Context: an optimization exercise on an open-source flow, tuned for small area. The choices shown serve that exercise and are no tape-out recipe.
The RTL was checked by simulation tests, not by an equivalence proof against the original design.
Power and IR drop assume default switching activity.

==> job 251 <==
Design servo_engine, start of the top module:
module servo_engine (
    input  wire        clk,
    input  wire        rst,          
    input  wire        start,        
    input  wire        slow,         
    input  wire [3:0]  out_dl,       
    input  wire [2:0]  head,         
    output reg  [6:0]  pc,           
    output reg         busy,         
    input  wire [63:0] bundle,       
    input  wire [4:0]  flags,        
    input  wire        first,        
    output wire [31:0] d_raddr,
    input  wire [63:0] d_rdata,
    output wire [1:0]  d_we,         
    output wire [15:0] d_waddr,
    output wire [31:0] d_wdata,
    output wire [31:0] c_raddr,
    input  wire [63:0] c_rdata,
    input  wire        stat_clr,     
    output reg         aovf,
    output reg         qsat,
    output reg         late,
    output reg         slow_trunc,
    output reg  [15:0] fwevt,        
    output reg  [2:0]  loop_evt,     
    output reg  [2:0]  pl_valid,     
    output reg  [2:0]  pl_fail,      
    output reg  [15:0] dac_focus,
    output reg  [15:0] dac_track,
    output reg  [15:0] dac_tilt,
    output reg  [15:0] sled_cmd,
    output reg  [15:0] spindle_cmd,
    output reg  [15:0] elevator_cmd,
    output reg  [15:0] picker_cmd,
    output reg  [15:0] ffpub_focus,
    output reg  [15:0] ffpub_track,
    output reg  [15:0] trace0,
    output reg  [15:0] trace1,
    output reg  [10:0] out_upd
);
clock: 15.0 ns
lec_check: 0
cap_margin: 0
core_margin: 2
core_utilization: 70
cts_buf_list: sky130_fd_sc_hd__clkbuf_4
cts_cluster_diameter: 40
cts_cluster_size: 10
slew_margin: 0
buffer_ports_args: -buffer_cell sky130_fd_sc_hd__buf_1
cts_args: -sink_clustering_enable -repair_clock_nets -sink_clustering_size 10 -sink_clustering_max_diameter 40 -buf_list sky130_fd_sc_hd__clkbuf_4 -dont_use_dummy_load
standard.sh (not shown) runs the stock make flow with config.mk's settings and CLKGATE_MAP_FILE= SYNTH_SCRIPT=/design/flow/synth_recipe.tcl, a recipe that flattens the netlist after the stock synthesis.
==> flow/flow/run.sh <==
#!/bin/bash
# The standard layout with these changes:
#  - each input and output port is buffered by the smallest buffer cell
#    instead of the one buffer_ports picks by default;
#  - after the standard synthesis, flow/polarity.py removes inverters between
#    full adders (a full adder is self-dual);
#  - the combinational cells other than the adders are then mapped again by
#    ABC with an area-recovering script (flow/remap.abc, with a
#    time-limited &deepsyn pass); flip-flops, full
#    and half adders stay as they are;
set -euo pipefail
echo 'export BUFFER_PORTS_ARGS = -buffer_cell sky130_fd_sc_hd__buf_1' >> config.mk
echo 'export CTS_ARGS = -sink_clustering_enable -repair_clock_nets -sink_clustering_size 10 -sink_clustering_max_diameter 40 -buf_list sky130_fd_sc_hd__clkbuf_4 -dont_use_dummy_load' >> config.mk
R=$PWD/orfs/results/$FLOW_PLATFORM/servo_engine/base
LOGD=$PWD/orfs/logs/$FLOW_PLATFORM/servo_engine/base
OBJ=$PWD/orfs/objects/$FLOW_PLATFORM/servo_engine/base
LIB=$FLOW_HOME/platforms/$FLOW_PLATFORM/lib/sky130_fd_sc_hd__tt_025C_1v80.lib
bash standard.sh $R/1_2_yosys.v > synth.log 2>&1
cp $R/1_2_yosys.v 1_2_yosys_standard.v
python3 flow/polarity.py 1_2_yosys_standard.v 1_2_yosys_polarity.v > polarity.log 2>&1
python3 flow/unmap.py $LIB 1_2_yosys_polarity.v 1_2_yosys_generic.v > unmap.log 2>&1
DU=$(grep -o -- "-dont_use [A-Za-z0-9_]*" $LOGD/1_2_yosys.log | sort -u | tr '\n' ' ')
PS=$(python3 -c "print(int(round(float('$FLOW_PERIOD_NS') * 1000)))")
cat > remap.ys <<EOF
read_liberty -lib $LIB
read_verilog 1_2_yosys_generic.v
hierarchy -check -top $FLOW_TOP
proc
simplemap
opt -fast
opt_clean
abc -script $PWD/flow/remap.abc -liberty $LIB $DU -constr $OBJ/abc.constr -D $PS
opt_clean -purge
hilomap -singleton -hicell sky130_fd_sc_hd__conb_1 HI -locell sky130_fd_sc_hd__conb_1 LO
insbuf -buf sky130_fd_sc_hd__buf_4 A X
splitnets
opt_clean -purge
tee -o remap_stat.txt stat -liberty $LIB
write_verilog -noattr -noexpr -nohex -nodec $R/1_2_yosys.v
EOF
yosys -s remap.ys > remap.log 2>&1
bash standard.sh > standard.log 2>&1
==> flow/flow/remap.abc <==
&get -n
&st
&deepsyn -T 60
&st
&dch
&nf -R 100
&put
buffer -c
topo
stime -c
upsize -c
dnsize -c
==> flow/flow/unmap.py <==
#!/usr/bin/env python3
"""Turns a mapped netlist back into generic logic for a new ABC run.

Every single-output combinational cell becomes an assign with its liberty
function; full adders, half adders, flip-flops and tie cells stay as cell
instances.

usage: unmap.py LIB IN.v OUT.v
"""
import re
import sys

KEEP = ("fa_", "ha_", "dfxtp_", "edfxtp_", "conb_", "dfrtp_", "dfstp_", "sdf", "dl")
lib = open(sys.argv[1]).read()
func = {}
outpin = {}
for m in re.finditer(r'cell\s*\(\s*"?(\w+)"?\s*\)\s*\{', lib):
    name = m.group(1)
    start = m.end()
    nxt = lib.find("\n    cell (", start)
    body = lib[start:nxt if nxt > 0 else len(lib)]
    outs = re.findall(r'pin\s*\(\s*"?(\w+)"?\s*\)\s*\{[^{}]*?direction\s*:\s*"?output"?\s*;', body)
    fns = re.findall(r'pin\s*\(\s*"?(\w+)"?\s*\)\s*\{(?:(?!pin\s*\().)*?function\s*:\s*"([^"]*)"', body, re.S)
    if len(fns) == 1:
        func[name] = fns[0][1]
        outpin[name] = fns[0][0]

src = open(sys.argv[2]).read()
inst_re = re.compile(r"^  (\S+) (\S+)\s*\((.*?)\);\n", re.S | re.M)
out = []
pos = 0
n_conv = 0
for mm in inst_re.finditer(src):
    typ = mm.group(1)
    if typ in ("wire", "input", "output", "inout", "assign", "module"):
        continue
    cell = typ.replace("sky130_fd_sc_hd__", "")
    if any(cell.startswith(k) for k in KEEP) or typ not in func:
        continue
    pins = {p: v.strip() for p, v in re.findall(r"\.(\w+)\(([^()]*)\)", mm.group(3))}
    op = outpin[typ]
    if op not in pins:
        continue
    def sub(t):
        v = pins[t.group(0)]
        if v.startswith("\\"):
            v = v + " "
        return "(" + v + ")"
    expr = re.sub(r"[A-Za-z_][A-Za-z0-9_]*", sub, func[typ])
    expr = expr.replace("!", "~").replace("*", "&").replace("+", "|")
    lhs = pins[op] + (" " if pins[op].startswith("\\") else "")
    out.append(src[pos:mm.start()])
    out.append(f"  assign {lhs} = {expr};\n")
    pos = mm.end()
    n_conv += 1
out.append(src[pos:])
open(sys.argv[3], "w").write("".join(out))
sys.stderr.write(f"unmap: {n_conv} cells turned into logic\n")
Other scripts of this flow, unchanged in this note and not shown: flow/flow/polarity.py
==> inputs of job 9338, as changes to job 251 <==
==> flow/flow/run.sh (replaced) <==
#!/bin/bash
# The standard layout with two changes:
#  - each input and output port is buffered by the smallest buffer cell
#    instead of the one buffer_ports picks by default;
#  - after synthesis, flow/polarity.py removes inverters between full adders
#    (a full adder is self-dual), then the standard flow continues.
set -euo pipefail
echo 'export BUFFER_PORTS_ARGS = -buffer_cell sky130_fd_sc_hd__buf_1' >> config.mk
R=$PWD/orfs/results/$FLOW_PLATFORM/servo_engine/base
bash standard.sh $R/1_2_yosys.v > synth.log 2>&1
cp $R/1_2_yosys.v 1_2_yosys_standard.v
python3 flow/polarity.py 1_2_yosys_standard.v $R/1_2_yosys.v > polarity.log 2>&1
bash standard.sh > standard.log 2>&1
--- a/flow/config.mk
+++ b/flow/config.mk
@@ -14,3 +14,2 @@
 export SLEW_MARGIN = 0
 export BUFFER_PORTS_ARGS = -buffer_cell sky130_fd_sc_hd__buf_1
-export CTS_ARGS = -sink_clustering_enable -repair_clock_nets -sink_clustering_size 10 -sink_clustering_max_diameter 40 -buf_list sky130_fd_sc_hd__clkbuf_4 -dont_use_dummy_load
removed: flow/flow/remap.abc
removed: flow/flow/unmap.py
==> comparison table <==
Buffer count excluding the clock tree in the final layout: job 251 677; job 9338 632
Clock insertion delay at the later pin of the skew report: job 251 890 ps; job 9338 820 ps
Worst min-delay path startpoint: job 251 fwevt[12]; job 9338 elevator_cmd[4]
Combinational fraction of design power: job 251 65.0%; job 9338 60.6%
Total placed cells including tap cells: job 251 4,819; job 9338 5,222
Power Combinational: job 251 0.00293 W; job 9338 0.00262 W
Register share of the cell area: job 251 17.4%; job 9338 16.0%
Horizontal die dimension: job 251 220 µm; job 9338 232 µm
Final instance count without filler cells: job 251 4,881; job 9338 5,302
Clock transition at the registers of the reported paths: job 251 80 ps; job 9338 110 ps
Synthesized area per cell: job 251 8.35 µm²; job 9338 8.37 µm²
Sequential group share of total power: job 251 24.9%; job 9338 26.4%
Mapped Cells: job 251 3,907; job 9338 4,362
Antenna violations before repair: job 251 13; job 9338 15
Vias in the first global route: job 251 34,200; job 9338 34,300
Switching Fraction: job 251 51.9%; job 9338 51.0%
Run status: job 251 no timing/DRC/antenna violations; job 9338 no timing/DRC/antenna violations
Post-synthesis to final-layout area growth: job 251 9.00%; job 9338 6.48%
Critical Path Max Stage Delay: job 251 680 ps; job 9338 700 ps
Buf+Inv Stages, Crit Path: job 251 4; job 9338 3
Worst IR drop on VDD: job 251 0.101 mV; job 9338 0.123 mV
Diode insertion count for antenna repair: job 251 13; job 9338 8

==> what the ideal ports hide <==
How much do the figures lean on ideal ports? The routed layouts below were timed once more, with nothing changed but the port constraints.
Step 1 (the two cells are an assumption about what drives the block):
set clk [get_ports {clk}]
set_driving_cell -lib_cell sky130_fd_sc_hd__clkbuf_16 $clk
set_driving_cell -lib_cell sky130_fd_sc_hd__buf_2 [delete_from_list [all_inputs] $clk]
Step 2 adds t to the input delays and takes it off the output delays; t is the mean of the earliest and latest rising clock arrival at the registers after step 1. Input paths then give back, and output paths get back, about the clock's delay inside the block.
Slacks: ideal / step 1 / step 2; pairs: ideal / step 1.
run | shift t [ns] | setup WS [ns] | worst hold slack (ns) | worst data-port slew with drivers (ns)
job 251 | 0.889 | 0.543 / 0.583 / -0.306 | 0.465 / 0.465 / 0.465 | 0.16
job 9338 | 0.840 | 0.997 / 1.017 / 0.177 | 0.471 / 0.471 / 0.471 | 0.32
With both steps, setup timing fails in job 251, where it was met with ideal ports. The setup slack of job 251, which loses most, moves by +0.040 ns with the drivers and by -0.849 ns with both steps.
